Source: an optimization exercise on an open RTL-to-GDS flow (aim: small area, a short achievable clock period and few clock cycles per item). Production flows keep margins and buffers that such runs may drop.
RTL that was checked went through simulation tests only; none was proved equivalent to the original.
For run 1, only the layout was checked, not whether the RTL still works.

## flow/design.v (module list and top-level ports; edited modules follow where they fit)
// module rs_gf_mul: 17 lines
// module rs_gf_sq: 7 lines
// module rs_gf_inv: 37 lines
// module rs_encoder: 715 lines
// module rs_vinv: 248 lines
// module rs_syndrome: 173 lines
// module rs_keyeq: 21 lines
// module rs_chien: 24 lines
// module rs_locate: 40 lines
// module rs_correct: 21 lines
// module rs_codec: 88 lines
module rs_codec (
    input  wire         clk,
    input  wire         rst,         
    input  wire         req_valid,
    output wire         req_ready,
    input  wire         req_write,   
    input  wire [159:0] req_word,    
    output reg          rsp_valid,
    output reg  [159:0] rsp_word,
    output reg  [1:0]   rsp_nerr,
    output reg          rsp_uncorr
);
  // ...
==> flow/run.sh <==
#!/bin/bash
# synth_recipe.tcl (not shown) runs the flow's synth.tcl, then flattens the netlist and writes it again
# the make line also repeats each setting of config.mk as NAME=value (left out here)
make -C /OpenROAD-flow-scripts/flow DESIGN_CONFIG=/design/flow/config.mk WORK_HOME=/design/flow/orfs CLKGATE_MAP_FILE= SYNTH_SCRIPT=/design/flow/synth_recipe.tcl finish
==> flow/config.mk <==
export PLATFORM = sky130hd
export DESIGN_NAME = rs_codec
export DESIGN_NICKNAME = rs_codec
export VERILOG_FILES = /design/flow/design.v
export SDC_FILE = /design/flow/constraint.sdc
export NUM_CORES = 4
export LEC_CHECK = 0
export CAP_MARGIN = 20
export CORE_MARGIN = 2
export CORE_UTILIZATION = 55
export SLEW_MARGIN = 80
==> flow/constraint.sdc <==
create_clock -name core_clock -period 18.0 [get_ports {clk}]
set_input_delay 3.6000 -clock core_clock [delete_from_list [all_inputs] [get_ports {clk}]]
set_output_delay 3.6000 -clock core_clock [all_outputs]
set_load 0.01 [all_outputs]
==> impl_metrics.tcl, run 1 <==
set metrics [dict create \
    status "complete, no violations" \
    die_y_um 304 \
    grt_overflow 0 \
    final-nonclk-buf-share 0.103 \
    synth_enable_flop_cells 0 \
    finalCritPeriodShare 0.413 \
    nNetsFinal 6108 \
    r2r_slack_ps 10570 \
    synth-seq-area-share 0.390 \
    ctsHoldBuffers 0 \
    vias_per_cell 5.50 \
    postCtsSetupBuffers 0 \
    reg2regPathDepth 30 \
    timing.hold.ws_ps 247 \
    hpwl_um 145000 \
    num_vias 39600 \
    synth.distinct_cells 94 \
    synth_fp_nets 5332 \
    cp.depth 30 \
    max_stage_delay_ps 570 \
    track_usage 0.395 \
    cts-root-buf "clkbuf_16" \
    dieArea_um2 92600 \
    synth-simple-area-share 0.0964 \
]
==> module rs_gf_mul, before the edit <==
module rs_gf_mul (
    input  wire [7:0] a,
    input  wire [7:0] b,
    output reg  [7:0] p
);
    reg [7:0] t;
    integer i;
    always @* begin
        p = 8'h00;
        t = a;
        for (i = 0; i < 8; i = i + 1) begin
            if (b[i])
                p = p ^ t;
            t = {t[6:0], 1'b0} ^ (t[7] ? 8'h1D : 8'h00);
        end
    end
endmodule
==> module rs_gf_sq, before the edit <==
module rs_gf_sq (
    input  wire [7:0] a,
    output wire [7:0] p
);
    assign p = {a[6], a[6] ^ a[5] ^ a[3], a[5], a[7] ^ a[5] ^ a[4] ^ a[2],
                a[6] ^ a[4], a[6] ^ a[5] ^ a[4] ^ a[1], a[7], a[7] ^ a[6] ^ a[4] ^ a[0]};
endmodule
==> module rs_keyeq, before the edit <==
module rs_keyeq (
    input  wire [31:0] s,        
    output wire [7:0]  d,
    output wire [7:0]  n1,
    output wire [7:0]  n2
);
    wire [7:0] s0 = s[7:0];
    wire [7:0] s1 = s[15:8];
    wire [7:0] s2 = s[23:16];
    wire [7:0] s3 = s[31:24];
    wire [7:0] s0s2, s0s3, s1s2, s1s3, s1s1, s2s2;
    rs_gf_mul u_s0s2 (.a(s0), .b(s2), .p(s0s2));
    rs_gf_mul u_s0s3 (.a(s0), .b(s3), .p(s0s3));
    rs_gf_mul u_s1s2 (.a(s1), .b(s2), .p(s1s2));
    rs_gf_mul u_s1s3 (.a(s1), .b(s3), .p(s1s3));
    rs_gf_sq  u_s1s1 (.a(s1), .p(s1s1));
    rs_gf_sq  u_s2s2 (.a(s2), .p(s2s2));
    assign d  = s0s2 ^ s1s1;
    assign n1 = s0s3 ^ s1s2;
    assign n2 = s1s3 ^ s2s2;
endmodule
==> module rs_chien, before the edit <==
module rs_chien (
    input  wire [7:0]  d,
    input  wire [7:0]  n1,
    input  wire [7:0]  n2,
    input  wire [7:0]  s0,
    input  wire [7:0]  s1,
    output wire [19:0] hit
);
    localparam [159:0] ALPHA_POS  = 160'h5A2D984C261387CDE8743A1D8040201008040201;
    localparam [159:0] ALPHA_POS2 = 160'h94254E9D6018068FEAB42D4C13CD741D40100401;
    wire dz = (d == 8'h00);
    wire [7:0] l0 = dz ? 8'h00 : d;
    wire [7:0] l1 = dz ? s0 : n1;
    wire [7:0] l2 = dz ? s1 : n2;
    genvar i;
    generate
        for (i = 0; i < 20; i = i + 1) begin : pos
            wire [7:0] t0, t1;
            rs_gf_mul u_t0 (.a(l0), .b(ALPHA_POS2[8*i +: 8]), .p(t0));
            rs_gf_mul u_t1 (.a(l1), .b(ALPHA_POS[8*i +: 8]),  .p(t1));
            assign hit[i] = ((t0 ^ t1) == l2);
        end
    endgenerate
endmodule
==> module rs_correct, before the edit <==
module rs_correct (
    input  wire [159:0] cw,
    input  wire [19:0]  first,
    input  wire [19:0]  second,
    input  wire         ok,
    input  wire [7:0]   p,
    input  wire [7:0]   w,
    input  wire [7:0]   s0,
    output wire [159:0] corrected
);
    wire [7:0] q;
    rs_gf_mul u_q (.a(p), .b(w), .p(q));
    wire [7:0] y1 = ok ? (s0 ^ q) : 8'h00;
    wire [7:0] y2 = ok ? q : 8'h00;
    genvar i;
    generate
        for (i = 0; i < 20; i = i + 1) begin : fix
            assign corrected[8*i +: 8] = cw[8*i +: 8] ^ ({8{first[i]}} & y1) ^ ({8{second[i]}} & y2);
        end
    endgenerate
endmodule
==> module rs_codec, before the edit <==
module rs_codec (
    input  wire         clk,
    input  wire         rst,         
    input  wire         req_valid,
    output wire         req_ready,
    input  wire         req_write,   
    input  wire [159:0] req_word,    
    output reg          rsp_valid,
    output reg  [159:0] rsp_word,
    output reg  [1:0]   rsp_nerr,
    output reg          rsp_uncorr
);
    assign req_ready = 1'b1;
    reg         v0, wr0;
    reg [159:0] w0;
    always @(posedge clk) begin
        v0  <= req_valid && !rst;
        wr0 <= req_write;
        w0  <= req_word;
    end
    wire [31:0] t, chk, s;
    rs_encoder  u_enc (.x(w0[159:32]), .t(t), .chk(chk));
    rs_syndrome u_syn (.t(t), .x(w0[31:0]), .s(s));
    reg         v1, rd1;
    reg [159:0] w1;
    reg [31:0]  s1r;
    always @(posedge clk) begin
        v1  <= v0 && !rst;
        rd1 <= !wr0;
        w1  <= {w0[159:32], wr0 ? chk : w0[31:0]};
        s1r <= s;
    end
    wire [7:0] d, n1, n2;
    rs_keyeq u_key (.s(s1r), .d(d), .n1(n1), .n2(n2));
    wire [19:0] hit;
    rs_chien u_chien (.d(d), .n1(n1), .n2(n2), .s0(s1r[7:0]), .s1(s1r[15:8]), .hit(hit));
    reg         v2, rd2, nz2, dz2, n1z2, s0nz2;
    reg [159:0] w2;
    reg [19:0]  hit2;
    reg [7:0]   d2, n12, s02, s12;
    always @(posedge clk) begin
        v2    <= v1 && !rst;
        rd2   <= rd1;
        nz2   <= (s1r != 32'h0);
        dz2   <= (d == 8'h00);
        n1z2  <= (n1 == 8'h00);
        s0nz2 <= (s1r[7:0] != 8'h00);
        w2    <= w1;
        hit2  <= hit;
        d2    <= d;
        n12   <= n1;
        s02   <= s1r[7:0];
        s12   <= s1r[15:8];
    end
    wire [19:0] first, second;
    wire        any, two;
    wire [7:0]  p, w;
    rs_locate u_loc (.hit(hit2), .d(d2), .n1(n12), .s0(s02), .s1(s12),
                     .first(first), .second(second), .any(any), .two(two), .p(p), .w(w));
    wire single_ok = dz2 && n1z2 && s0nz2 && any;
    wire double_ok = !dz2 && two;
    reg         v3, ok3, unc3;
    reg [1:0]   nerr3;
    reg [159:0] w3;
    reg [19:0]  f3, sc3;
    reg [7:0]   p3, wq3, s03;
    always @(posedge clk) begin
        v3    <= v2 && !rst;
        ok3   <= rd2 && (single_ok || double_ok);
        unc3  <= rd2 && nz2 && !single_ok && !double_ok;
        nerr3 <= !rd2 ? 2'd0 : single_ok ? 2'd1 : double_ok ? 2'd2 : 2'd0;
        w3    <= w2;
        f3    <= first;
        sc3   <= second;
        p3    <= p;
        wq3   <= w;
        s03   <= s02;
    end
    wire [159:0] corrected;
    rs_correct u_cor (.cw(w3), .first(f3), .second(sc3), .ok(ok3), .p(p3), .w(wq3),
                      .s0(s03), .corrected(corrected));
    always @(posedge clk) begin
        rsp_valid  <= v3 && !rst;
        rsp_word   <= corrected;
        rsp_nerr   <= nerr3;
        rsp_uncorr <= unc3;
    end
endmodule
==> run 2, diff against run 1 <==
--- a/flow/design.v
+++ b/flow/design.v
@@ -1,6 +1,53 @@
+module rs_gf16_mul (
+    input  wire [3:0] x,
+    input  wire [3:0] z,
+    output wire [3:0] p
+);
+    assign p[0] = (x[0] & z[0]) ^ (x[1] & z[3]) ^ (x[2] & z[2]) ^ (x[3] & z[1]);
+    assign p[1] = (x[0] & z[1]) ^ (x[1] & z[0]) ^ (x[1] & z[3]) ^ (x[2] & z[2]) ^ (x[2] & z[3]) ^
+                  (x[3] & z[1]) ^ (x[3] & z[2]);
+    assign p[2] = (x[0] & z[2]) ^ (x[1] & z[1]) ^ (x[2] & z[0]) ^ (x[2] & z[3]) ^ (x[3] & z[2]) ^
+                  (x[3] & z[3]);
+    assign p[3] = (x[0] & z[3]) ^ (x[1] & z[2]) ^ (x[2] & z[1]) ^ (x[3] & z[0]) ^ (x[3] & z[3]);
+endmodule
 module rs_gf_mul (
     input  wire [7:0] a,
     input  wire [7:0] b,
+    output wire [7:0] p
+);
+    wire [3:0] m1, m0, m2;
+    rs_gf16_mul u_m1 (.x(a[7:4]), .z(b[7:4]), .p(m1));
+    rs_gf16_mul u_m0 (.x(a[3:0]), .z(b[3:0]), .p(m0));
+    rs_gf16_mul u_m2 (.x(a[7:4] ^ a[3:0]), .z(b[7:4] ^ b[3:0]), .p(m2));
+    wire [3:0] m1x8 = {m1[0] ^ m1[3], m1[2] ^ m1[3], m1[1] ^ m1[2], m1[1]};    
+    assign p = {m2 ^ m0, m1x8 ^ m0};
+endmodule
+module rs_gf_sq (
+    input  wire [7:0] a,
+    output wire [7:0] p
+);
+    assign p = {a[7], a[5] ^ a[7], a[6], a[4] ^ a[6], a[3] ^ a[4] ^ a[6] ^ a[7],
+                a[1] ^ a[3] ^ a[5], a[2] ^ a[5] ^ a[6] ^ a[7], a[0] ^ a[2] ^ a[6]};
+endmodule
+module rs_gf_to_tower (
+    input  wire [7:0] a,
+    output wire [7:0] t
+);
+    assign t = {a[5], a[2] ^ a[5] ^ a[6], a[1] ^ a[3] ^ a[4], a[4] ^ a[7],
+                a[3] ^ a[4] ^ a[5] ^ a[6], a[2] ^ a[4] ^ a[6], a[2] ^ a[3] ^ a[6] ^ a[7],
+                a[0] ^ a[1] ^ a[2] ^ a[3] ^ a[4] ^ a[6] ^ a[7]};
+endmodule
+module rs_gf_from_tower (
+    input  wire [7:0] t,
+    output wire [7:0] a
+);
+    assign a = {t[2] ^ t[4] ^ t[6] ^ t[7], t[1] ^ t[3] ^ t[4] ^ t[6], t[7], t[2] ^ t[6] ^ t[7],
+                t[1] ^ t[2] ^ t[4], t[1] ^ t[3] ^ t[4] ^ t[7], t[1] ^ t[4] ^ t[5] ^ t[6] ^ t[7],
+                t[0] ^ t[2] ^ t[4] ^ t[5]};
+endmodule
+module rs_gf_mulp (
+    input  wire [7:0] a,
+    input  wire [7:0] b,
     output reg  [7:0] p
 );
     reg [7:0] t;
@@ -15,49 +62,32 @@
         end
     end
 endmodule
-module rs_gf_sq (
+module rs_gf_inv_den (
     input  wire [7:0] a,
-    output wire [7:0] p
+    output wire [3:0] dl
 );
-    assign p = {a[6], a[6] ^ a[5] ^ a[3], a[5], a[7] ^ a[5] ^ a[4] ^ a[2],
-                a[6] ^ a[4], a[6] ^ a[5] ^ a[4] ^ a[1], a[7], a[7] ^ a[6] ^ a[4] ^ a[0]};
+    wire [3:0] h = a[7:4];
+    wire [3:0] l = a[3:0];
+    wire [3:0] h2x8 = {h[0] ^ h[2] ^ h[3], h[1], h[1] ^ h[2] ^ h[3], h[2]};    
+    wire [3:0] l2   = {l[3], l[1] ^ l[3], l[2], l[0] ^ l[2]};                   
+    wire [3:0] hl;
+    rs_gf16_mul u_hl (.x(h), .z(l), .p(hl));
+    assign dl = h2x8 ^ hl ^ l2;
 endmodule
-module rs_gf_inv (
+module rs_gf_inv_fin (
     input  wire [7:0] a,
+    input  wire [3:0] dl,
     output wire [7:0] y
 );
-    function [3:0] m16;
-        input [3:0] x;
-        input [3:0] z;
-        reg [3:0] p, t;
-        integer i;
-        begin
-            p = 4'h0;
-            t = x;
-            for (i = 0; i < 4; i = i + 1) begin
-                if (z[i])
-                    p = p ^ t;
-                t = {t[2:0], 1'b0} ^ (t[3] ? 4'h3 : 4'h0);
-            end
-            m16 = p;
-        end
-    endfunction
-    wire [7:0] t = {a[5], a[2] ^ a[5] ^ a[6], a[1] ^ a[3] ^ a[4], a[4] ^ a[7],
-                    a[3] ^ a[4] ^ a[5] ^ a[6], a[2] ^ a[4] ^ a[6], a[2] ^ a[3] ^ a[6] ^ a[7],
-                    a[0] ^ a[1] ^ a[2] ^ a[3] ^ a[4] ^ a[6] ^ a[7]};
-    wire [3:0] h = t[7:4];
-    wire [3:0] l = t[3:0];
-    wire [3:0] h2l = {h[0] ^ h[2] ^ h[3], h[1], h[1] ^ h[2] ^ h[3], h[2]};
-    wire [3:0] dl = h2l ^ m16(h, l) ^ m16(l, l);
+    wire [3:0] h = a[7:4];
+    wire [3:0] l = a[3:0];
     localparam [15:0] INV0 = 16'h4976;
     localparam [15:0] INV1 = 16'h53E8;
     localparam [15:0] INV2 = 16'h2DD8;
     localparam [15:0] INV3 = 16'h953C;
     wire [3:0] di = {INV3[dl], INV2[dl], INV1[dl], INV0[dl]};
-    wire [7:0] u = {m16(h, di), m16(h ^ l, di)};
-    assign y = {u[2] ^ u[4] ^ u[6] ^ u[7], u[1] ^ u[3] ^ u[4] ^ u[6], u[7], u[2] ^ u[6] ^ u[7],
-                u[1] ^ u[2] ^ u[4], u[1] ^ u[3] ^ u[4] ^ u[7], u[1] ^ u[4] ^ u[5] ^ u[6] ^ u[7],
-                u[0] ^ u[2] ^ u[4] ^ u[5]};
+    rs_gf16_mul u_yh (.x(h), .z(di), .p(y[7:4]));
+    rs_gf16_mul u_yl (.x(h ^ l), .z(di), .p(y[3:0]));
 endmodule
 module rs_encoder (
     input  wire [127:0] x,       
@@ -1195,6 +1225,652 @@
     assign v[31] = e[162];
     assign s = t ^ v;
 endmodule
+module rs_chien_net (
+    input  wire [23:0]  x,       
+    output wire [159:0] e        
+);
+    wire [502:0] c;
+    assign c[23:0] = x;
+    assign c[24] = c[7] ^ c[12];
+    assign c[25] = c[4] ^ c[6];
+    assign c[26] = c[5] ^ c[13];
+    assign c[27] = c[2] ^ c[8];
+    assign c[28] = c[3] ^ c[10];
+    assign c[29] = c[1] ^ c[9];
+    assign c[30] = c[11] ^ c[15];
+    assign c[31] = c[0] ^ c[14];
+    assign c[32] = c[11] ^ c[25];
+    assign c[33] = c[0] ^ c[24];
+    assign c[34] = c[26] ^ c[28];
+    assign c[35] = c[27] ^ c[29];
+    assign c[36] = c[6] ^ c[15];
+    assign c[37] = c[5] ^ c[9];
+    assign c[38] = c[4] ^ c[30];
+    assign c[39] = c[7] ^ c[31];
+    assign c[40] = c[1] ^ c[10];
+    assign c[41] = c[2] ^ c[14];
+    assign c[42] = c[13] ^ c[25];
+    assign c[43] = c[6] ^ c[30];
+    assign c[44] = c[0] ^ c[12];
+    assign c[45] = c[3] ^ c[26];
+    assign c[46] = c[7] ^ c[23];
+    assign c[47] = c[4] ^ c[11];
+    assign c[48] = c[2] ^ c[24];
+    assign c[49] = c[14] ^ c[24];
+    assign c[50] = c[21] ^ c[27];
+    assign c[51] = c[8] ^ c[28];
+    assign c[52] = c[12] ^ c[14];
+    assign c[53] = c[15] ^ c[25];
+    assign c[54] = c[18] ^ c[26];
+    assign c[55] = c[16] ^ c[27];
+    assign c[56] = c[4] ^ c[15];
+    assign c[57] = c[1] ^ c[3];
+    assign c[58] = c[8] ^ c[10];
+    assign c[59] = c[5] ^ c[20];
+    assign c[60] = c[19] ^ c[31];
+    assign c[61] = c[3] ^ c[37];
+    assign c[62] = c[9] ^ c[34];
+    assign c[63] = c[6] ^ c[11];
+    assign c[64] = c[10] ^ c[29];
+    assign c[65] = c[27] ^ c[30];
+    assign c[66] = c[1] ^ c[17];
+    assign c[67] = c[2] ^ c[10];
+    assign c[68] = c[0] ^ c[7];
+    assign c[69] = c[5] ^ c[22];
+    assign c[70] = c[12] ^ c[23];
+    assign c[71] = c[5] ^ c[17];
+    assign c[72] = c[21] ^ c[24];
+    assign c[73] = c[13] ^ c[31];
+    assign c[74] = c[14] ^ c[32];
+    assign c[75] = c[1] ^ c[34];
+    assign c[76] = c[16] ^ c[43];
+    assign c[77] = c[42] ^ c[44];
+    assign c[78] = c[25] ^ c[49];
+    assign c[79] = c[29] ^ c[51];
+    assign c[80] = c[0] ^ c[8];
+    assign c[81] = c[9] ^ c[17];
+    assign c[82] = c[11] ^ c[19];
+    assign c[83] = c[6] ^ c[22];
+    assign c[84] = c[4] ^ c[18];
+    assign c[85] = c[5] ^ c[14];
+    assign c[86] = c[5] ^ c[19];
+    assign c[87] = c[9] ^ c[10];
+    assign c[88] = c[8] ^ c[18];
+    assign c[89] = c[1] ^ c[26];
+    assign c[90] = c[20] ^ c[28];
+    assign c[91] = c[17] ^ c[29];
+    assign c[92] = c[25] ^ c[30];
+    assign c[93] = c[28] ^ c[31];
+    assign c[94] = c[12] ^ c[31];
+    assign c[95] = c[36] ^ c[40];
+    assign c[96] = c[29] ^ c[47];
+    assign c[97] = c[13] ^ c[56];
+    assign c[98] = c[16] ^ c[58];
+    assign c[99] = c[7] ^ c[59];
+    assign c[100] = c[3] ^ c[33];
+    assign c[101] = c[21] ^ c[38];
+    assign c[102] = c[20] ^ c[48];
+    assign c[103] = c[36] ^ c[55];
+    assign c[104] = c[22] ^ c[61];
+    assign c[105] = c[41] ^ c[64];
+    assign c[106] = c[4] ^ c[20];
+    assign c[107] = c[2] ^ c[9];
+    assign c[108] = c[13] ^ c[15];
+    assign c[109] = c[0] ^ c[11];
+    assign c[110] = c[8] ^ c[22];
+    assign c[111] = c[8] ^ c[19];
+    assign c[112] = c[8] ^ c[20];
+    assign c[113] = c[13] ^ c[23];
+    assign c[114] = c[8] ^ c[24];
+    assign c[115] = c[9] ^ c[24];
+    assign c[116] = c[18] ^ c[24];
+    assign c[117] = c[19] ^ c[24];
+    assign c[118] = c[23] ^ c[25];
+    assign c[119] = c[21] ^ c[26];
+    assign c[120] = c[13] ^ c[27];
+    assign c[121] = c[12] ^ c[28];
+    assign c[122] = c[2] ^ c[29];
+    assign c[123] = c[23] ^ c[30];
+    assign c[124] = c[17] ^ c[37];
+    assign c[125] = c[3] ^ c[41];
+    assign c[126] = c[40] ^ c[44];
+    assign c[127] = c[15] ^ c[52];
+    assign c[128] = c[4] ^ c[57];
+    assign c[129] = c[30] ^ c[58];
+    assign c[130] = c[36] ^ c[59];
+    assign c[131] = c[8] ^ c[63];
+    assign c[132] = c[27] ^ c[84];
+    assign c[133] = c[41] ^ c[86];
+    assign c[134] = c[44] ^ c[87];
+    assign c[135] = c[57] ^ c[88];
+    assign c[136] = c[10] ^ c[32];
+    assign c[137] = c[3] ^ c[35];
+    assign c[138] = c[28] ^ c[35];
+    assign c[139] = c[34] ^ c[35];
+    assign c[140] = c[33] ^ c[37];
+    assign c[141] = c[37] ^ c[38];
+    assign c[142] = c[36] ^ c[39];
+    assign c[143] = c[38] ^ c[40];
+    assign c[144] = c[9] ^ c[42];
+    assign c[145] = c[16] ^ c[42];
+    assign c[146] = c[24] ^ c[45];
+    assign c[147] = c[35] ^ c[45];
+    assign c[148] = c[33] ^ c[45];
+    assign c[149] = c[22] ^ c[48];
+    assign c[150] = c[20] ^ c[49];
+    assign c[151] = c[53] ^ c[54];
+    assign c[152] = c[35] ^ c[56];
+    assign c[153] = c[32] ^ c[60];
+    assign c[154] = c[53] ^ c[61];
+    assign c[155] = c[20] ^ c[65];
+    assign c[156] = c[33] ^ c[71];
+    assign c[157] = c[5] ^ c[72];
+    assign c[158] = c[22] ^ c[89];
+    assign c[159] = c[46] ^ c[95];
+    assign c[160] = c[16] ^ c[97];
+    assign c[161] = c[39] ^ c[112];
+    assign c[162] = c[27] ^ c[118];
+    assign c[163] = c[43] ^ c[133];
+    assign c[164] = c[50] ^ c[134];
+    assign c[165] = c[2] ^ c[62];
+    assign c[166] = c[77] ^ c[91];
+    assign c[167] = c[79] ^ c[99];
+    assign c[168] = c[76] ^ c[100];
+    assign c[169] = c[16] ^ c[80];
+    assign c[170] = c[18] ^ c[67];
+    assign c[171] = c[3] ^ c[82];
+    assign c[172] = c[12] ^ c[106];
+    assign c[173] = c[14] ^ c[83];
+    assign c[174] = c[15] ^ c[46];
+    assign c[175] = c[100] ^ c[103];
+    assign c[176] = c[2] ^ c[15];
+    assign c[177] = c[176] ^ c[166];
+    assign c[178] = c[2] ^ c[84];
+    assign c[179] = c[39] ^ c[178];
+    assign c[180] = c[75] ^ c[179];
+    assign c[181] = c[57] ^ c[163];
+    assign c[182] = c[38] ^ c[102];
+    assign c[183] = c[38] ^ c[50];
+    assign c[184] = c[146] ^ c[183];
+    assign c[185] = c[9] ^ c[31];
+    assign c[186] = c[83] ^ c[45];
+    assign c[187] = c[185] ^ c[186];
+    assign c[188] = c[14] ^ c[159];
+    assign c[189] = c[5] ^ c[39];
+    assign c[190] = c[55] ^ c[143];
+    assign c[191] = c[189] ^ c[190];
+    assign c[192] = c[81] ^ c[51];
+    assign c[193] = c[78] ^ c[192];
+    assign c[194] = c[9] ^ c[33];
+    assign c[195] = c[54] ^ c[129];
+    assign c[196] = c[194] ^ c[195];
+    assign c[197] = c[13] ^ c[64];
+    assign c[198] = c[153] ^ c[197];
+    assign c[199] = c[28] ^ c[33];
+    assign c[200] = c[130] ^ c[199];
+    assign c[201] = c[44] ^ c[75];
+    assign c[202] = c[101] ^ c[201];
+    assign c[203] = c[27] ^ c[74];
+    assign c[204] = c[158] ^ c[203];
+    assign c[205] = c[41] ^ c[46];
+    assign c[206] = c[205] ^ c[154];
+    assign c[207] = c[35] ^ c[168];
+    assign c[208] = c[17] ^ c[129];
+    assign c[209] = c[77] ^ c[208];
+    assign c[210] = c[39] ^ c[54];
+    assign c[211] = c[96] ^ c[210];
+    assign c[212] = c[5] ^ c[27];
+    assign c[213] = c[60] ^ c[95];
+    assign c[214] = c[212] ^ c[213];
+    assign c[215] = c[26] ^ c[47];
+    assign c[216] = c[215] ^ c[102];
+    assign c[217] = c[3] ^ c[7];
+    assign c[218] = c[217] ^ c[50];
+    assign c[219] = c[74] ^ c[218];
+    assign c[220] = c[15] ^ c[68];
+    assign c[221] = c[220] ^ c[104];
+    assign c[222] = c[25] ^ c[40];
+    assign c[223] = c[70] ^ c[222];
+    assign c[224] = c[26] ^ c[36];
+    assign c[225] = c[98] ^ c[115];
+    assign c[226] = c[224] ^ c[225];
+    assign c[227] = c[52] ^ c[71];
+    assign c[228] = c[38] ^ c[227];
+    assign c[229] = c[8] ^ c[151];
+    assign c[230] = c[37] ^ c[111];
+    assign c[231] = c[230] ^ c[78];
+    assign c[232] = c[31] ^ c[42];
+    assign c[233] = c[155] ^ c[232];
+    assign c[234] = c[63] ^ c[72];
+    assign c[235] = c[147] ^ c[234];
+    assign c[236] = c[93] ^ c[144];
+    assign c[237] = c[149] ^ c[236];
+    assign c[238] = c[49] ^ c[123];
+    assign c[239] = c[75] ^ c[238];
+    assign c[240] = c[0] ^ c[122];
+    assign c[241] = c[160] ^ c[240];
+    assign c[242] = c[17] ^ c[127];
+    assign c[243] = c[62] ^ c[242];
+    assign c[244] = c[10] ^ c[18];
+    assign c[245] = c[244] ^ c[43];
+    assign c[246] = c[73] ^ c[245];
+    assign c[247] = c[1] ^ c[30];
+    assign c[248] = c[60] ^ c[114];
+    assign c[249] = c[247] ^ c[248];
+    assign c[250] = c[39] ^ c[90];
+    assign c[251] = c[122] ^ c[250];
+    assign c[252] = c[9] ^ c[39];
+    assign c[253] = c[101] ^ c[252];
+    assign c[254] = c[8] ^ c[15];
+    assign c[255] = c[69] ^ c[254];
+    assign c[256] = c[126] ^ c[255];
+    assign c[257] = c[0] ^ c[63];
+    assign c[258] = c[113] ^ c[35];
+    assign c[259] = c[257] ^ c[258];
+    assign c[260] = c[39] ^ c[98];
+    assign c[261] = c[141] ^ c[260];
+    assign c[262] = c[8] ^ c[66];
+    assign c[263] = c[262] ^ c[78];
+    assign c[264] = c[15] ^ c[27];
+    assign c[265] = c[54] ^ c[115];
+    assign c[266] = c[264] ^ c[265];
+    assign c[267] = c[14] ^ c[19];
+    assign c[268] = c[267] ^ c[51];
+    assign c[269] = c[144] ^ c[268];
+    assign c[270] = c[108] ^ c[33];
+    assign c[271] = c[90] ^ c[270];
+    assign c[272] = c[1] ^ c[38];
+    assign c[273] = c[72] ^ c[93];
+    assign c[274] = c[272] ^ c[273];
+    assign c[275] = c[65] ^ c[158];
+    assign c[276] = c[6] ^ c[9];
+    assign c[277] = c[70] ^ c[276];
+    assign c[278] = c[125] ^ c[277];
+    assign c[279] = c[109] ^ c[55];
+    assign c[280] = c[89] ^ c[279];
+    assign c[281] = c[14] ^ c[81];
+    assign c[282] = c[45] ^ c[131];
+    assign c[283] = c[281] ^ c[282];
+    assign c[284] = c[18] ^ c[87];
+    assign c[285] = c[284] ^ c[142];
+    assign c[286] = c[19] ^ c[33];
+    assign c[287] = c[143] ^ c[286];
+    assign c[288] = c[80] ^ c[130];
+    assign c[289] = c[15] ^ c[29];
+    assign c[290] = c[289] ^ c[157];
+    assign c[291] = c[22] ^ c[67];
+    assign c[292] = c[42] ^ c[291];
+    assign c[293] = c[3] ^ c[46];
+    assign c[294] = c[47] ^ c[85];
+    assign c[295] = c[293] ^ c[294];
+    assign c[296] = c[3] ^ c[39];
+    assign c[297] = c[160] ^ c[296];
+    assign c[298] = c[4] ^ c[66];
+    assign c[299] = c[298] ^ c[148];
+    assign c[300] = c[1] ^ c[6];
+    assign c[301] = c[12] ^ c[41];
+    assign c[302] = c[300] ^ c[54];
+    assign c[303] = c[301] ^ c[302];
+    assign c[304] = c[13] ^ c[36];
+    assign c[305] = c[117] ^ c[125];
+    assign c[306] = c[304] ^ c[305];
+    assign c[307] = c[52] ^ c[106];
+    assign c[308] = c[51] ^ c[307];
+    assign c[309] = c[21] ^ c[30];
+    assign c[310] = c[31] ^ c[309];
+    assign c[311] = c[62] ^ c[310];
+    assign c[312] = c[40] ^ c[52];
+    assign c[313] = c[110] ^ c[43];
+    assign c[314] = c[312] ^ c[313];
+    assign c[315] = c[13] ^ c[30];
+    assign c[316] = c[46] ^ c[107];
+    assign c[317] = c[315] ^ c[316];
+    assign c[318] = c[55] ^ c[136];
+    assign c[319] = c[140] ^ c[318];
+    assign c[320] = c[17] ^ c[120];
+    assign c[321] = c[128] ^ c[320];
+    assign c[322] = c[31] ^ c[61];
+    assign c[323] = c[132] ^ c[322];
+    assign c[324] = c[86] ^ c[53];
+    assign c[325] = c[79] ^ c[324];
+    assign c[326] = c[32] ^ c[167];
+    assign c[327] = c[0] ^ c[50];
+    assign c[328] = c[128] ^ c[327];
+    assign c[329] = c[4] ^ c[69];
+    assign c[330] = c[329] ^ c[137];
+    assign c[331] = c[0] ^ c[28];
+    assign c[332] = c[37] ^ c[331];
+    assign c[333] = c[162] ^ c[332];
+    assign c[334] = c[25] ^ c[98];
+    assign c[335] = c[140] ^ c[334];
+    assign c[336] = c[13] ^ c[47];
+    assign c[337] = c[66] ^ c[336];
+    assign c[338] = c[85] ^ c[132];
+    assign c[339] = c[111] ^ c[154];
+    assign c[340] = c[38] ^ c[167];
+    assign c[341] = c[57] ^ c[33];
+    assign c[342] = c[50] ^ c[53];
+    assign c[343] = c[341] ^ c[342];
+    assign c[344] = c[7] ^ c[22];
+    assign c[345] = c[344] ^ c[147];
+    assign c[346] = c[9] ^ c[93];
+    assign c[347] = c[162] ^ c[346];
+    assign c[348] = c[52] ^ c[76];
+    assign c[349] = c[138] ^ c[348];
+    assign c[350] = c[6] ^ c[66];
+    assign c[351] = c[73] ^ c[114];
+    assign c[352] = c[350] ^ c[351];
+    assign c[353] = c[73] ^ c[116];
+    assign c[354] = c[152] ^ c[353];
+    assign c[355] = c[15] ^ c[60];
+    assign c[356] = c[139] ^ c[355];
+    assign c[357] = c[29] ^ c[32];
+    assign c[358] = c[161] ^ c[357];
+    assign c[359] = c[10] ^ c[85];
+    assign c[360] = c[50] ^ c[92];
+    assign c[361] = c[359] ^ c[360];
+    assign c[362] = c[24] ^ c[92];
+    assign c[363] = c[104] ^ c[362];
+    assign c[364] = c[0] ^ c[6];
+    assign c[365] = c[26] ^ c[46];
+    assign c[366] = c[58] ^ c[364];
+    assign c[367] = c[365] ^ c[366];
+    assign c[368] = c[1] ^ c[103];
+    assign c[369] = c[148] ^ c[368];
+    assign c[370] = c[56] ^ c[94];
+    assign c[371] = c[124] ^ c[370];
+    assign c[372] = c[0] ^ c[40];
+    assign c[373] = c[372] ^ c[151];
+    assign c[374] = c[1] ^ c[5];
+    assign c[375] = c[374] ^ c[48];
+    assign c[376] = c[153] ^ c[375];
+    assign c[377] = c[59] ^ c[68];
+    assign c[378] = c[65] ^ c[377];
+    assign c[379] = c[92] ^ c[137];
+    assign c[380] = c[157] ^ c[379];
+    assign c[381] = c[68] ^ c[83];
+    assign c[382] = c[381] ^ c[165];
+    assign c[383] = c[1] ^ c[28];
+    assign c[384] = c[46] ^ c[383];
+    assign c[385] = c[74] ^ c[384];
+    assign c[386] = c[41] ^ c[121];
+    assign c[387] = c[145] ^ c[386];
+    assign c[388] = c[67] ^ c[68];
+    assign c[389] = c[71] ^ c[43];
+    assign c[390] = c[388] ^ c[389];
+    assign c[391] = c[32] ^ c[33];
+    assign c[392] = c[135] ^ c[391];
+    assign c[393] = c[19] ^ c[26];
+    assign c[394] = c[29] ^ c[48];
+    assign c[395] = c[393] ^ c[394];
+    assign c[396] = c[12] ^ c[65];
+    assign c[397] = c[90] ^ c[396];
+    assign c[398] = c[108] ^ c[164];
+    assign c[399] = c[11] ^ c[22];
+    assign c[400] = c[399] ^ c[73];
+    assign c[401] = c[79] ^ c[400];
+    assign c[402] = c[123] ^ c[105];
+    assign c[403] = c[55] ^ c[62];
+    assign c[404] = c[2] ^ c[17];
+    assign c[405] = c[26] ^ c[31];
+    assign c[406] = c[63] ^ c[404];
+    assign c[407] = c[405] ^ c[406];
+    assign c[408] = c[135] ^ c[142];
+    assign c[409] = c[117] ^ c[152];
+    assign c[410] = c[42] ^ c[161];
+    assign c[411] = c[29] ^ c[53];
+    assign c[412] = c[119] ^ c[411];
+    assign c[413] = c[10] ^ c[24];
+    assign c[414] = c[25] ^ c[41];
+    assign c[415] = c[69] ^ c[413];
+    assign c[416] = c[414] ^ c[415];
+    assign c[417] = c[23] ^ c[43];
+    assign c[418] = c[146] ^ c[417];
+    assign c[419] = c[94] ^ c[76];
+    assign c[420] = c[165] ^ c[419];
+    assign c[421] = c[35] ^ c[156];
+    assign c[422] = c[18] ^ c[77];
+    assign c[423] = c[138] ^ c[422];
+    assign c[424] = c[19] ^ c[47];
+    assign c[425] = c[49] ^ c[424];
+    assign c[426] = c[139] ^ c[425];
+    assign c[427] = c[29] ^ c[99];
+    assign c[428] = c[74] ^ c[427];
+    assign c[429] = c[10] ^ c[14];
+    assign c[430] = c[429] ^ c[35];
+    assign c[431] = c[101] ^ c[430];
+    assign c[432] = c[2] ^ c[22];
+    assign c[433] = c[432] ^ c[121];
+    assign c[434] = c[141] ^ c[433];
+    assign c[435] = c[23] ^ c[80];
+    assign c[436] = c[32] ^ c[34];
+    assign c[437] = c[435] ^ c[436];
+    assign c[438] = c[8] ^ c[168];
+    assign c[439] = c[3] ^ c[8];
+    assign c[440] = c[30] ^ c[439];
+    assign c[441] = c[440] ^ c[166];
+    assign c[442] = c[4] ^ c[7];
+    assign c[443] = c[442] ^ c[54];
+    assign c[444] = c[105] ^ c[443];
+    assign c[445] = c[28] ^ c[163];
+    assign c[446] = c[32] ^ c[102];
+    assign c[447] = c[32] ^ c[45];
+    assign c[448] = c[50] ^ c[447];
+    assign c[449] = c[25] ^ c[39];
+    assign c[450] = c[104] ^ c[449];
+    assign c[451] = c[5] ^ c[159];
+    assign c[452] = c[16] ^ c[51];
+    assign c[453] = c[28] ^ c[81];
+    assign c[454] = c[109] ^ c[453];
+    assign c[455] = c[11] ^ c[40];
+    assign c[456] = c[88] ^ c[455];
+    assign c[457] = c[82] ^ c[107];
+    assign c[458] = c[7] ^ c[14];
+    assign c[459] = c[21] ^ c[458];
+    assign c[460] = c[97] ^ c[459];
+    assign c[461] = c[69] ^ c[127];
+    assign c[462] = c[36] ^ c[113];
+    assign c[463] = c[52] ^ c[75];
+    assign c[464] = c[103] ^ c[463];
+    assign c[465] = c[11] ^ c[64];
+    assign c[466] = c[156] ^ c[465];
+    assign c[467] = c[18] ^ c[32];
+    assign c[468] = c[120] ^ c[126];
+    assign c[469] = c[467] ^ c[468];
+    assign c[470] = c[45] ^ c[48];
+    assign c[471] = c[60] ^ c[96];
+    assign c[472] = c[470] ^ c[471];
+    assign c[473] = c[13] ^ c[29];
+    assign c[474] = c[43] ^ c[473];
+    assign c[475] = c[150] ^ c[474];
+    assign c[476] = c[12] ^ c[21];
+    assign c[477] = c[476] ^ c[35];
+    assign c[478] = c[136] ^ c[477];
+    assign c[479] = c[47] ^ c[62];
+    assign c[480] = c[149] ^ c[479];
+    assign c[481] = c[31] ^ c[70];
+    assign c[482] = c[34] ^ c[131];
+    assign c[483] = c[481] ^ c[482];
+    assign c[484] = c[29] ^ c[94];
+    assign c[485] = c[145] ^ c[484];
+    assign c[486] = c[7] ^ c[36];
+    assign c[487] = c[67] ^ c[124];
+    assign c[488] = c[486] ^ c[487];
+    assign c[489] = c[28] ^ c[32];
+    assign c[490] = c[116] ^ c[489];
+    assign c[491] = c[8] ^ c[26];
+    assign c[492] = c[82] ^ c[33];
+    assign c[493] = c[491] ^ c[492];
+    assign c[494] = c[34] ^ c[78];
+    assign c[495] = c[155] ^ c[494];
+    assign c[496] = c[4] ^ c[164];
+    assign c[497] = c[44] ^ c[110];
+    assign c[498] = c[34] ^ c[96];
+    assign c[499] = c[497] ^ c[498];
+    assign c[500] = c[26] ^ c[70];
+    assign c[501] = c[32] ^ c[500];
+    assign c[502] = c[105] ^ c[501];
+    assign e[0] = c[169];
+    assign e[1] = c[91];
+    assign e[2] = c[170];
+    assign e[3] = c[171];
+    assign e[4] = c[172];
+    assign e[5] = c[119];
+    assign e[6] = c[173];
+    assign e[7] = c[174];
+    assign e[8] = c[175];
+    assign e[9] = c[177];
+    assign e[10] = c[180];
+    assign e[11] = c[181];
+    assign e[12] = c[182];
+    assign e[13] = c[184];
+    assign e[14] = c[187];
+    assign e[15] = c[188];
+    assign e[16] = c[191];
+    assign e[17] = c[193];
+    assign e[18] = c[196];
+    assign e[19] = c[198];
+    assign e[20] = c[200];
+    assign e[21] = c[202];
+    assign e[22] = c[204];
+    assign e[23] = c[206];
+    assign e[24] = c[207];
+    assign e[25] = c[209];
+    assign e[26] = c[211];
+    assign e[27] = c[214];
+    assign e[28] = c[216];
+    assign e[29] = c[219];
+    assign e[30] = c[221];
+    assign e[31] = c[223];
+    assign e[32] = c[226];
+    assign e[33] = c[228];
+    assign e[34] = c[229];
+    assign e[35] = c[231];
+    assign e[36] = c[233];
+    assign e[37] = c[235];
+    assign e[38] = c[237];
+    assign e[39] = c[239];
+    assign e[40] = c[241];
+    assign e[41] = c[243];
+    assign e[42] = c[246];
+    assign e[43] = c[249];
+    assign e[44] = c[251];
+    assign e[45] = c[253];
+    assign e[46] = c[256];
+    assign e[47] = c[259];
+    assign e[48] = c[261];
+    assign e[49] = c[263];
+    assign e[50] = c[266];
+    assign e[51] = c[269];
+    assign e[52] = c[271];
+    assign e[53] = c[274];
+    assign e[54] = c[275];
+    assign e[55] = c[278];
+    assign e[56] = c[280];
+    assign e[57] = c[283];
+    assign e[58] = c[285];
+    assign e[59] = c[287];
+    assign e[60] = c[288];
+    assign e[61] = c[290];
+    assign e[62] = c[292];
+    assign e[63] = c[295];
+    assign e[64] = c[297];
+    assign e[65] = c[299];
+    assign e[66] = c[303];
+    assign e[67] = c[306];
+    assign e[68] = c[308];
+    assign e[69] = c[311];
+    assign e[70] = c[314];
+    assign e[71] = c[317];
+    assign e[72] = c[319];
+    assign e[73] = c[321];
+    assign e[74] = c[323];
+    assign e[75] = c[325];
+    assign e[76] = c[326];
+    assign e[77] = c[328];
+    assign e[78] = c[330];
+    assign e[79] = c[333];
+    assign e[80] = c[335];
+    assign e[81] = c[337];
+    assign e[82] = c[338];
+    assign e[83] = c[339];
+    assign e[84] = c[340];
+    assign e[85] = c[343];
+    assign e[86] = c[345];
+    assign e[87] = c[347];
+    assign e[88] = c[349];
+    assign e[89] = c[352];
+    assign e[90] = c[354];
+    assign e[91] = c[356];
+    assign e[92] = c[358];
+    assign e[93] = c[361];
+    assign e[94] = c[363];
+    assign e[95] = c[367];
+    assign e[96] = c[369];
+    assign e[97] = c[371];
+    assign e[98] = c[373];
+    assign e[99] = c[376];
+    assign e[100] = c[378];
+    assign e[101] = c[380];
+    assign e[102] = c[382];
+    assign e[103] = c[385];
+    assign e[104] = c[387];
+    assign e[105] = c[390];
+    assign e[106] = c[392];
+    assign e[107] = c[395];
+    assign e[108] = c[397];
+    assign e[109] = c[398];
+    assign e[110] = c[401];
+    assign e[111] = c[402];
+    assign e[112] = c[403];
+    assign e[113] = c[407];
+    assign e[114] = c[408];
+    assign e[115] = c[409];
+    assign e[116] = c[410];
+    assign e[117] = c[412];
+    assign e[118] = c[416];
+    assign e[119] = c[418];
+    assign e[120] = c[420];
+    assign e[121] = c[421];
+    assign e[122] = c[423];
+    assign e[123] = c[426];
+    assign e[124] = c[428];
+    assign e[125] = c[431];
+    assign e[126] = c[434];
+    assign e[127] = c[437];
+    assign e[128] = c[438];
+    assign e[129] = c[441];
+    assign e[130] = c[444];
+    assign e[131] = c[445];
+    assign e[132] = c[446];
+    assign e[133] = c[448];
+    assign e[134] = c[450];
+    assign e[135] = c[451];
+    assign e[136] = c[452];
+    assign e[137] = c[454];
+    assign e[138] = c[456];
+    assign e[139] = c[457];
+    assign e[140] = c[150];
+    assign e[141] = c[460];
+    assign e[142] = c[461];
+    assign e[143] = c[462];
+    assign e[144] = c[464];
+    assign e[145] = c[466];
+    assign e[146] = c[469];
+    assign e[147] = c[472];
+    assign e[148] = c[475];
+    assign e[149] = c[478];
+    assign e[150] = c[480];
+    assign e[151] = c[483];
+    assign e[152] = c[485];
+    assign e[153] = c[488];
+    assign e[154] = c[490];
+    assign e[155] = c[493];
+    assign e[156] = c[495];
+    assign e[157] = c[496];
+    assign e[158] = c[499];
+    assign e[159] = c[502];
+endmodule
 module rs_keyeq (
     input  wire [31:0] s,        
     output wire [7:0]  d,
@@ -1205,18 +1881,18 @@
     wire [7:0] s1 = s[15:8];
     wire [7:0] s2 = s[23:16];
     wire [7:0] s3 = s[31:24];
-    wire [7:0] s0s2, s0s3, s1s2, s1s3, s1s1, s2s2;
+    wire [7:0] s0s2, s1s3, sx, s1s1, s2s2;
     rs_gf_mul u_s0s2 (.a(s0), .b(s2), .p(s0s2));
-    rs_gf_mul u_s0s3 (.a(s0), .b(s3), .p(s0s3));
-    rs_gf_mul u_s1s2 (.a(s1), .b(s2), .p(s1s2));
     rs_gf_mul u_s1s3 (.a(s1), .b(s3), .p(s1s3));
+    rs_gf_mul u_sx   (.a(s0 ^ s1), .b(s2 ^ s3), .p(sx));
     rs_gf_sq  u_s1s1 (.a(s1), .p(s1s1));
     rs_gf_sq  u_s2s2 (.a(s2), .p(s2s2));
     assign d  = s0s2 ^ s1s1;
-    assign n1 = s0s3 ^ s1s2;
+    assign n1 = sx ^ s0s2 ^ s1s3;
     assign n2 = s1s3 ^ s2s2;
 endmodule
 module rs_chien (
+    input  wire        dz,       
     input  wire [7:0]  d,
     input  wire [7:0]  n1,
     input  wire [7:0]  n2,
@@ -1224,36 +1900,22 @@
     input  wire [7:0]  s1,
     output wire [19:0] hit
 );
-    localparam [159:0] ALPHA_POS  = 160'h5A2D984C261387CDE8743A1D8040201008040201;
-    localparam [159:0] ALPHA_POS2 = 160'h94254E9D6018068FEAB42D4C13CD741D40100401;
-    wire dz = (d == 8'h00);
-    wire [7:0] l0 = dz ? 8'h00 : d;
     wire [7:0] l1 = dz ? s0 : n1;
     wire [7:0] l2 = dz ? s1 : n2;
+    wire [159:0] e;
+    rs_chien_net u_net (.x({l2, l1, d}), .e(e));
     genvar i;
     generate
         for (i = 0; i < 20; i = i + 1) begin : pos
-            wire [7:0] t0, t1;
-            rs_gf_mul u_t0 (.a(l0), .b(ALPHA_POS2[8*i +: 8]), .p(t0));
-            rs_gf_mul u_t1 (.a(l1), .b(ALPHA_POS[8*i +: 8]),  .p(t1));
-            assign hit[i] = ((t0 ^ t1) == l2);
+            assign hit[i] = (e[8*i +: 8] == 8'h00);
         end
     endgenerate
 endmodule
-module rs_locate (
+module rs_count (
     input  wire [19:0] hit,
-    input  wire [7:0]  d,
-    input  wire [7:0]  n1,
-    input  wire [7:0]  s0,
-    input  wire [7:0]  s1,
-    output wire [19:0] first,
-    output wire [19:0] second,
     output wire        any,
-    output wire        two,
-    output wire [7:0]  p,        
-    output wire [7:0]  w         
+    output wire        two
 );
-    localparam [159:0] ALPHA_POS  = 160'h5A2D984C261387CDE8743A1D8040201008040201;
     wire [19:0] below;
     assign below[0] = 1'b0;
     genvar i;
@@ -1262,42 +1924,36 @@
             assign below[i] = below[i-1] | hit[i-1];
         end
     endgenerate
-    assign first  = hit & ~below;
-    assign second = hit & below;
-    assign any    = (hit != 20'h0);
-    assign two    = (second != 20'h0);
-    reg [7:0] x;
-    integer n;
-    always @* begin
-        x = 8'h00;
-        for (n = 0; n < 20; n = n + 1)
-            x = x | (first[n] ? ALPHA_POS[8*n +: 8] : 8'h00);
-    end
-    wire [7:0] s0x1;
-    rs_gf_mul u_s0x1 (.a(s0), .b(x), .p(s0x1));
-    assign p = s1 ^ s0x1;
-    wire [7:0] n1_inv;
-    rs_gf_inv u_inv (.a(n1), .y(n1_inv));
-    rs_gf_mul u_w (.a(d), .b(n1_inv), .p(w));
+    assign any = (hit != 20'h0);
+    assign two = ((hit & below) != 20'h0);
+endmodule
+module rs_values (
+    input  wire [7:0]  w,        
+    input  wire [7:0]  s0,
+    input  wire [7:0]  s1,
+    output wire [7:0]  a,        
+    output wire [7:0]  b         
+);
+    wire [7:0] m, bt;
+    rs_gf_mul u_a (.a(s1), .b(w), .p(m));
+    rs_gf_mul u_b (.a(s0), .b(w), .p(bt));
+    rs_gf_from_tower u_ap (.t(s0 ^ m), .a(a));
+    rs_gf_from_tower u_bp (.t(bt), .a(b));
 endmodule
 module rs_correct (
     input  wire [159:0] cw,
-    input  wire [19:0]  first,
-    input  wire [19:0]  second,
-    input  wire         ok,
-    input  wire [7:0]   p,
-    input  wire [7:0]   w,
-    input  wire [7:0]   s0,
+    input  wire [19:0]  fix,     
+    input  wire [7:0]   a,
+    input  wire [7:0]   b,
     output wire [159:0] corrected
 );
-    wire [7:0] q;
-    rs_gf_mul u_q (.a(p), .b(w), .p(q));
-    wire [7:0] y1 = ok ? (s0 ^ q) : 8'h00;
-    wire [7:0] y2 = ok ? q : 8'h00;
+    localparam [159:0] ALPHA_POS  = 160'h5A2D984C261387CDE8743A1D8040201008040201;
     genvar i;
     generate
-        for (i = 0; i < 20; i = i + 1) begin : fix
-            assign corrected[8*i +: 8] = cw[8*i +: 8] ^ ({8{first[i]}} & y1) ^ ({8{second[i]}} & y2);
+        for (i = 0; i < 20; i = i + 1) begin : pos
+            wire [7:0] bx;
+            rs_gf_mulp u_bx (.a(b), .b(ALPHA_POS[8*i +: 8]), .p(bx));
+            assign corrected[8*i +: 8] = cw[8*i +: 8] ^ ({8{fix[i]}} & (a ^ bx));
         end
     endgenerate
 endmodule
@@ -1321,9 +1977,15 @@
         wr0 <= req_write;
         w0  <= req_word;
     end
-    wire [31:0] t, chk, s;
+    wire [31:0] t, chk, sp, s;
     rs_encoder  u_enc (.x(w0[159:32]), .t(t), .chk(chk));
-    rs_syndrome u_syn (.t(t), .x(w0[31:0]), .s(s));
+    rs_syndrome u_syn (.t(t), .x(w0[31:0]), .s(sp));
+    genvar j;
+    generate
+        for (j = 0; j < 4; j = j + 1) begin : tw
+            rs_gf_to_tower u_tw (.a(sp[8*j +: 8]), .t(s[8*j +: 8]));
+        end
+    endgenerate
     reg         v1, rd1;
     reg [159:0] w1;
     reg [31:0]  s1r;
@@ -1335,57 +1997,61 @@
     end
     wire [7:0] d, n1, n2;
     rs_keyeq u_key (.s(s1r), .d(d), .n1(n1), .n2(n2));
-    wire [19:0] hit;
-    rs_chien u_chien (.d(d), .n1(n1), .n2(n2), .s0(s1r[7:0]), .s1(s1r[15:8]), .hit(hit));
-    reg         v2, rd2, nz2, dz2, n1z2, s0nz2;
+    wire [3:0] n1_den;
+    rs_gf_inv_den u_inv_den (.a(n1), .dl(n1_den));
+    reg         v2, rd2, nz2, s0nz2, dz2;
     reg [159:0] w2;
-    reg [19:0]  hit2;
-    reg [7:0]   d2, n12, s02, s12;
+    reg [7:0]   d2, n12, n22, s02, s12;
+    reg [3:0]   nden2;
     always @(posedge clk) begin
         v2    <= v1 && !rst;
         rd2   <= rd1;
         nz2   <= (s1r != 32'h0);
-        dz2   <= (d == 8'h00);
-        n1z2  <= (n1 == 8'h00);
         s0nz2 <= (s1r[7:0] != 8'h00);
+        dz2   <= (d == 8'h00);
         w2    <= w1;
-        hit2  <= hit;
         d2    <= d;
         n12   <= n1;
+        n22   <= n2;
         s02   <= s1r[7:0];
         s12   <= s1r[15:8];
+        nden2 <= n1_den;
     end
-    wire [19:0] first, second;
-    wire        any, two;
-    wire [7:0]  p, w;
-    rs_locate u_loc (.hit(hit2), .d(d2), .n1(n12), .s0(s02), .s1(s12),
-                     .first(first), .second(second), .any(any), .two(two), .p(p), .w(w));
-    wire single_ok = dz2 && n1z2 && s0nz2 && any;
-    wire double_ok = !dz2 && two;
-    reg         v3, ok3, unc3;
-    reg [1:0]   nerr3;
+    wire [19:0] hit;
+    rs_chien u_chien (.dz(dz2), .d(d2), .n1(n12), .n2(n22), .s0(s02), .s1(s12), .hit(hit));
+    wire [7:0] n1_inv, w;
+    rs_gf_inv_fin u_inv_fin (.a(n12), .dl(nden2), .y(n1_inv));
+    rs_gf_mul u_w (.a(d2), .b(n1_inv), .p(w));
+    reg         v3, rd3, nz3, dz3, n1z3, s0nz3;
     reg [159:0] w3;
-    reg [19:0]  f3, sc3;
-    reg [7:0]   p3, wq3, s03;
+    reg [19:0]  hit3;
+    reg [7:0]   wq3, s03, s13;
     always @(posedge clk) begin
         v3    <= v2 && !rst;
-        ok3   <= rd2 && (single_ok || double_ok);
-        unc3  <= rd2 && nz2 && !single_ok && !double_ok;
-        nerr3 <= !rd2 ? 2'd0 : single_ok ? 2'd1 : double_ok ? 2'd2 : 2'd0;
+        rd3   <= rd2;
+        nz3   <= nz2;
+        dz3   <= dz2;
+        n1z3  <= (n12 == 8'h00);
+        s0nz3 <= s0nz2;
         w3    <= w2;
-        f3    <= first;
-        sc3   <= second;
-        p3    <= p;
+        hit3  <= hit;
         wq3   <= w;
         s03   <= s02;
+        s13   <= s12;
     end
+    wire any, two;
+    rs_count u_cnt (.hit(hit3), .any(any), .two(two));
+    wire single_ok = dz3 && n1z3 && s0nz3 && any;
+    wire double_ok = !dz3 && two;
+    wire ok = rd3 && (single_ok || double_ok);
+    wire [7:0] a, b;
+    rs_values u_val (.w(wq3), .s0(s03), .s1(s13), .a(a), .b(b));
     wire [159:0] corrected;
-    rs_correct u_cor (.cw(w3), .first(f3), .second(sc3), .ok(ok3), .p(p3), .w(wq3),
-                      .s0(s03), .corrected(corrected));
+    rs_correct u_cor (.cw(w3), .fix(hit3 & {20{ok}}), .a(a), .b(b), .corrected(corrected));
     always @(posedge clk) begin
         rsp_valid  <= v3 && !rst;
         rsp_word   <= corrected;
-        rsp_nerr   <= nerr3;
-        rsp_uncorr <= unc3;
+        rsp_nerr   <= !rd3 ? 2'd0 : single_ok ? 2'd1 : double_ok ? 2'd2 : 2'd0;
+        rsp_uncorr <= rd3 && nz3 && !single_ok && !double_ok;
     end
 endmodule
==> flow/flow/run.sh (new file) <==
#!/bin/bash
set -uo pipefail
bash standard.sh SETUP_SLACK_MARGIN=13.3 "BUFFER_PORTS_ARGS=-buffer_cell sky130_fd_sc_hd__buf_1" finish > standard.log 2>&1
==> flow/standard.sh (new file) <==
#!/bin/bash
# synth_recipe.tcl (not shown) runs the flow's synth.tcl, then flattens the netlist and writes it again
# the make line also repeats each setting of config.mk as NAME=value (left out here)
make -C /OpenROAD-flow-scripts/flow DESIGN_CONFIG=/design/flow/config.mk WORK_HOME=/design/flow/orfs CLKGATE_MAP_FILE= SYNTH_SCRIPT=/design/flow/synth_recipe.tcl "${@:-finish}"
--- a/flow/config.mk
+++ b/flow/config.mk
@@ -7,5 +7,7 @@
 export LEC_CHECK = 0
 export CAP_MARGIN = 20
 export CORE_MARGIN = 2
-export CORE_UTILIZATION = 55
-export SLEW_MARGIN = 80
+export CORE_UTILIZATION = 60
+export CTS_CLUSTER_DIAMETER = 100
+export CTS_CLUSTER_SIZE = 25
+export SLEW_MARGIN = 20
removed: flow/run.sh
==> impl_metrics.tcl, run 2 <==
set metrics [dict create \
    layout_common_cells "xnor2_1, dfxtp_1, xor2_1" \
    hold_start "w2[156]" \
    place_congestion 1.06 \
    port_buffers 327 \
    rr_endpoint "w1[1]" \
    synth_enable_flop_cells 0 \
    drv_cap 0 \
    initial_core_util 0.604 \
    dr.pass1.iters 5 \
    cp_data_required_time_ps 14400 \
    ys_ff_latch 939 \
    setup_ws_ps 13230 \
    rr_startpoint "w0[99]" \
    start_kind "register" \
    syn_avg_cell_area_um2 11.1 \
    die_y_um 285 \
    vias_per_cell 5.52 \
    syn2layout_area_growth_pct 11.0 \
    finalCritPeriodShare 0.265 \
    first_iter_violations 3228 \
    syn_area_um2 47500 \
    finalCriticalPeriod_ps 4770 \
    cp_max_fo 1 \
    arrival_ps 1170 \
    crit_type "reg2out" \
    final_common_cell "xnor2_1" \
    clk_latency_ps 670 \
    fin_util 0.670 \
    rsz0062_at_grt "yes" \
    num_vias 31100 \
    reg2regPathDepth 11 \
    place_ws_ps 12980 \
    synth-seq-area-share 0.396 \
    grt_antenna_before_repair 13 \
    cts-htree-levels 2 \
    track_usage 0.380 \
    setup_viol 0 \
    synth.area.top_cells "dfxtp_1, xnor2_1, xor2_1, xnor3_1, nor2_1" \
    clockBufferDepth 3 \
    synth_top_area_cell "dfxtp_1" \
    die_x_um 285 \
    synth_ff_type "dfxtp_1" \
    grt_overflow 0 \
    postPlaceCellArea_um2 50000 \
    final_antenna_net_count 0 \
    ios 329 \
    worstHoldPathType "reg2reg" \
    yosys.area.top_type_share 0.396 \
    synthTopCellsByCount "xnor2_1, dfxtp_1, xor2_1" \
    numCtsBuffers 48 \
    tightest_slew_ps 1170 \
    worst_path_max_delay_cell "dfxtp_2" \
    synth.distinct_cells 63 \
    slew-limit-headroom 0.219 \
    cts.clk_slew.worst_paths_ps 100 \
    tritoncts "built" \
    status "complete, no violations" \
    ys_warn_count 2 \
    max_stage_delay_ps 380 \
    hold_depth 0 \
    dieArea_um2 81400 \
    synth_most_common_cell "xnor2_1" \
    core_area_um2 78600 \
    drc 0 \
    r2r_slack_ps 13290 \
    critical-path-top-delay-family "flip-flops" \
    finalHoldViolCount 0 \
    grt_pass1_wl_um 220000 \
    setup_tns_ps 0 \
    clock_sinks 939 \
    final_cell_area_um2 52700 \
    slew_violations 0 \
    path_cells "buf_6" \
    nNetsFinal 4742 \
    async_flop_share 0 \
    grt_start_max_net_pins 47 \
    synth_fp_nets 4456 \
    drive_above_1_share 0.123 \
    netlist_instances 4288 \
    fin_skew_ps 61.7 \
    cts-root-buf "clkbuf_16" \
    wl_um 158000 \
    grt_pass1_vias 29500 \
    wl_per_cell_um 28.1 \
    hold_end "w3[156]" \
    rows 103 \
    cp-end-kind "output pin" \
    fmax_mhz 209 \
    path_buf_inv 1 \
    hpwl_um 125000 \
]
[run 2: cell types whose count changed after synthesis, sizes merged, moves of 27 or more]
| cell | previous run | this run |
|---|---|---|
| buf | 74 | 47 |
| nand2 | 720 | 192 |
| clkbuf | 190 | 121 |
| and2 | 37 | 6 |
| xor3 | 2 | 29 |
| nor2 | 135 | 292 |
| xnor2 | 1934 | 1379 |
| nor3 | 51 | 22 |
| inv | 65 | 27 |
| xor2 | 451 | 657 |
| xnor3 | 20 | 181 |
| dfxtp | 966 | 939 |
[run 2: how the worst max path moves through the flow]
stage / startpoint / to / slack, ps / depth (start not counted)
2_1_floorplan: rsp_nerr[0] / rsp_nerr[0] / 14070 / 0
3_3_place_gp: wq3[7] / rsp_word[109] / 12730 / 10
3_5_place_dp: wq3[7] / rsp_word[125] / 12980 / 11
4_1_cts: w0[147] / w1[1] / 13180 / 11
5_1_grt: rsp_word[103] / rsp_word[103] / 13210 / 1
6_report: rsp_word[7] / rsp_word[7] / 13230 / 1
[run 2: what timing repair did]
action | in CTS | in global routing
resized for setup | 327 | 87
pin swaps | 1 | 2
endpoints found under the setup margin | 204 | 195
hold buffers | 0 | 0
setup buffers | 2 | 3
[run 2: cells by family after synthesis]
| logic type | count (synthesis) | share of synthesized area |
|---|---|---|
| simple gates | 685 | 0.0631 |
| fa+ha+maj | 4 | 0.00105 |
| xor+xnor | 2246 | 0.490 |
| mux | 48 | 0.0109 |
| buf+inv | 196 | 0.0167 |
| other cells | 1 | 0.0000790 |
| compound gates | 169 | 0.0216 |
| flops | 939 | 0.396 |
[run 2: area by class of cell]
type,instances,area [um2]
inverter,28,105
timing repair buffer,404,2640
sequential,939,19000
clock buffer,48,1200
multi-input combinational,3153,28200
tap,1050,1310
antenna,1,2.50
fill,6111,25900
clock inverter,13,262
[run 2: per-layer routing]
metal  global-route usage  vias to the layer above  share of wire
li1                     -                    14000              -
met1                0.544                    15000           0.42
met2                0.560                     1770           0.42
met3               0.0972                      325           0.11
met4                0.130                        8          0.039
met5                    0                        -        0.00032
[run 2: metrics by stage]
stage | cells | hold WS (ps)
2_1_floorplan | 4288 | 310
6_report | 5636 | 296
3_5_place_dp | 5569 | 312
4_1_cts | 5632 | 303
3_3_place_gp | 5569 | 310
5_1_grt | 5635 | 316
Testbench counts of run 2, summed over its fixed seeds: cycles 6,440, items 6,400.
==> run 3, diff against run 2 <==
--- a/flow/config.mk
+++ b/flow/config.mk
@@ -7,7 +7,7 @@
 export LEC_CHECK = 0
 export CAP_MARGIN = 20
 export CORE_MARGIN = 2
-export CORE_UTILIZATION = 60
+export CORE_UTILIZATION = 55
 export CTS_CLUSTER_DIAMETER = 100
 export CTS_CLUSTER_SIZE = 25
 export SLEW_MARGIN = 20
==> impl_metrics.tcl, run 3 <==
set metrics [dict create \
    status "complete, no violations" \
    reg2regPathDepth 11 \
    hold_start "w1[148]" \
    slew_violations 0 \
    tightest_slew_ps 1170 \
    drc 0 \
    synth_ff_type "dfxtp_1" \
    cp_max_fo 1 \
    dr.pass1.iters 5 \
    max_stage_delay_ps 410 \
    drv_cap 0 \
    hold_depth 0 \
    rr_endpoint "w1[1]" \
    final_cell_area_um2 52700 \
    wl_per_cell_um 28.0 \
    ios 329 \
    syn2layout_area_growth_pct 11.1 \
    ys_warn_count 2 \
    fin_skew_ps 58.7 \
    finalCriticalPeriod_ps 4770 \
    path_cells "buf_6" \
    synth_fp_nets 4456 \
    rows 107 \
    start_kind "register" \
    path_buf_inv 1 \
    layout_common_cells "xnor2_1, dfxtp_1, xor2_1" \
    grt_overflow 0 \
    ys_ff_latch 939 \
    hpwl_um 128000 \
    place_congestion 1.04 \
    synth.distinct_cells 63 \
    hold_end "w2[148]" \
    synthTopCellsByCount "xnor2_1, dfxtp_1, xor2_1" \
    r2r_slack_ps 13310 \
    synth_most_common_cell "xnor2_1" \
    worstHoldPathType "reg2reg" \
    num_vias 30600 \
    yosys.area.top_type_share 0.396 \
    core_area_um2 85300 \
    worst_path_max_delay_cell "dfxtp_4" \
    synth.area.top_cells "dfxtp_1, xnor2_1, xor2_1, xnor3_1, nor2_1" \
    cp-end-kind "output pin" \
    postPlaceCellArea_um2 50100 \
    critical-path-top-delay-family "flip-flops" \
    grt_antenna_before_repair 10 \
    finalCritPeriodShare 0.265 \
    final_common_cell "xnor2_1" \
    wl_um 160000 \
    fmax_mhz 210 \
    slew-limit-headroom 0.213 \
    cts.clk_slew.worst_paths_ps 100 \
    clock_sinks 939 \
    setup_viol 0 \
    cts-root-buf "clkbuf_16" \
    vias_per_cell 5.34 \
    ctsHoldBuffers 0 \
    grt_start_max_net_pins 47 \
    drive_above_1_share 0.121 \
    synth_enable_flop_cells 0 \
    dieArea_um2 88700 \
    finalHoldViolCount 0 \
    synth_top_area_cell "dfxtp_1" \
    final_antenna_net_count 0 \
    rsz0062_at_grt "yes" \
    syn_avg_cell_area_um2 11.1 \
    numCtsBuffers 47 \
    clk_latency_ps 660 \
    first_iter_violations 3582 \
    initial_core_util 0.557 \
    nNetsFinal 4740 \
    tritoncts "built" \
    clockBufferDepth 3 \
    rr_startpoint "w0[123]" \
    async_flop_share 0 \
    synth-seq-area-share 0.396 \
    grt_pass1_wl_um 222000 \
    die_x_um 298 \
    cp_data_required_time_ps 14400 \
    setup_tns_ps 0 \
    track_usage 0.354 \
    port_buffers 327 \
    syn_area_um2 47500 \
    cts-htree-levels 2 \
    crit_type "reg2out" \
    nFillCells 7094 \
    netlist_instances 4288 \
    die_y_um 298 \
    arrival_ps 1170 \
    grt_pass1_vias 29300 \
]
-- run 3: cell type report --
cell class / instances / area (um2) / share of cell area
clock inverters: 13 / 226 / 0.00430
repair buffers: 403 / 2610 / 0.0495
well taps: 1144 / 1430 / 0.0272
inverters: 28 / 105 / 0.00199
diodes: 2 / 5.00 / 0.0000950
flip-flops and latches: 939 / 19000 / 0.360
multi-input cells: 3153 / 28200 / 0.535
clock buffers: 47 / 1180 / 0.0223
-- run 3: layer usage --
metal / vias up / track usage / part of all wire
met2: 1604 / 0.523 / 0.43
li1: 14000 / - / -
met3: 256 / 0.0699 / 0.10
met4: 0 / 0.111 / 0.034
met1: 14700 / 0.519 / 0.44
met5: - / 0 / 0
-- run 3: stage by stage --
step	hold WS, ps	instances	utilization	setup slack, ps
after floorplan	310	4288	-	14070
after global placement	310	5661	0.588	12910
after detailed placement	312	5661	0.588	13000
after CTS	308	5721	0.613	13200
after global routing	317	5727	0.618	13210
final	306	5729	0.618	13230
-- run 3: timing repair --
| action | 4_1_cts | 5_1_grt |
|---|---|---|
| pin swaps | 0 | 2 |
| setup endpoints to repair | 186 | 180 |
| buffers inserted | 0 | 6 |
| resized for setup | 317 | 88 |
-- run 3: cells by family (layout without fill, tap and decap cells) --
group           Yosys count  in the layout  share of synthesized area
mux                      48             48                     0.0109
simple gates            685            685                     0.0631
compound gates          169            169                     0.0216
fa+ha+maj                 4              4                    0.00105
other cells               1              3                  0.0000790
xor+xnor               2246           2246                      0.490
buf+inv                 196            491                     0.0167
flops                   939            939                      0.396
-- run 3: how the worst max path moves through the flow --
stage | startpoint | end | slack [ps] | cells past startpoint
floorplan | rsp_nerr[0] | rsp_nerr[0] | 14070 | 0
finish | rsp_word[103] | rsp_word[103] | 13230 | 1
global route | rsp_word[65] | rsp_word[65] | 13210 | 1
global placement | wq3[7] | rsp_word[109] | 12910 | 10
detailed placement | wq3[2] | rsp_word[91] | 13000 | 11
CTS | rsp_word[143] | rsp_word[143] | 13200 | 1
-- run 3: worst register-to-register path, delay by kind of cell, from the launching register on --
family / cells / cell delay, ps
compound gates: 1 / 120
flops: 1 / 780
xor+xnor: 10 / 3710

## re-timing with driven ports
The results above use ideal ports. As a check the final layouts listed here were re-extracted and re-timed, cells and wires unchanged.
Step 1 assumes that a clkbuf_16 drives the clock port and a buf_2 every other input.
Step 2 also shifts input and output timing later by t, the mid clock arrival at the registers, as if the neighbouring blocks saw the same clock.
Slacks: no drivers / after step 1 / after step 2; pairs: no drivers / after step 1.
| run | shift t [ns] | setup slack, ns | clock arrival spread, ns |
|---|---|---|---|
| run 1 | 0.756 | 10.569 / 10.569 / 10.569 | 0.086 / 0.086 |
| run 2 | 0.712 | 13.225 / 13.155 / 13.293 | 0.062 / 0.062 |
| run 3 | 0.708 | 13.231 / 13.160 / 13.307 | 0.061 / 0.061 |
After both steps every run listed still meets setup and hold.
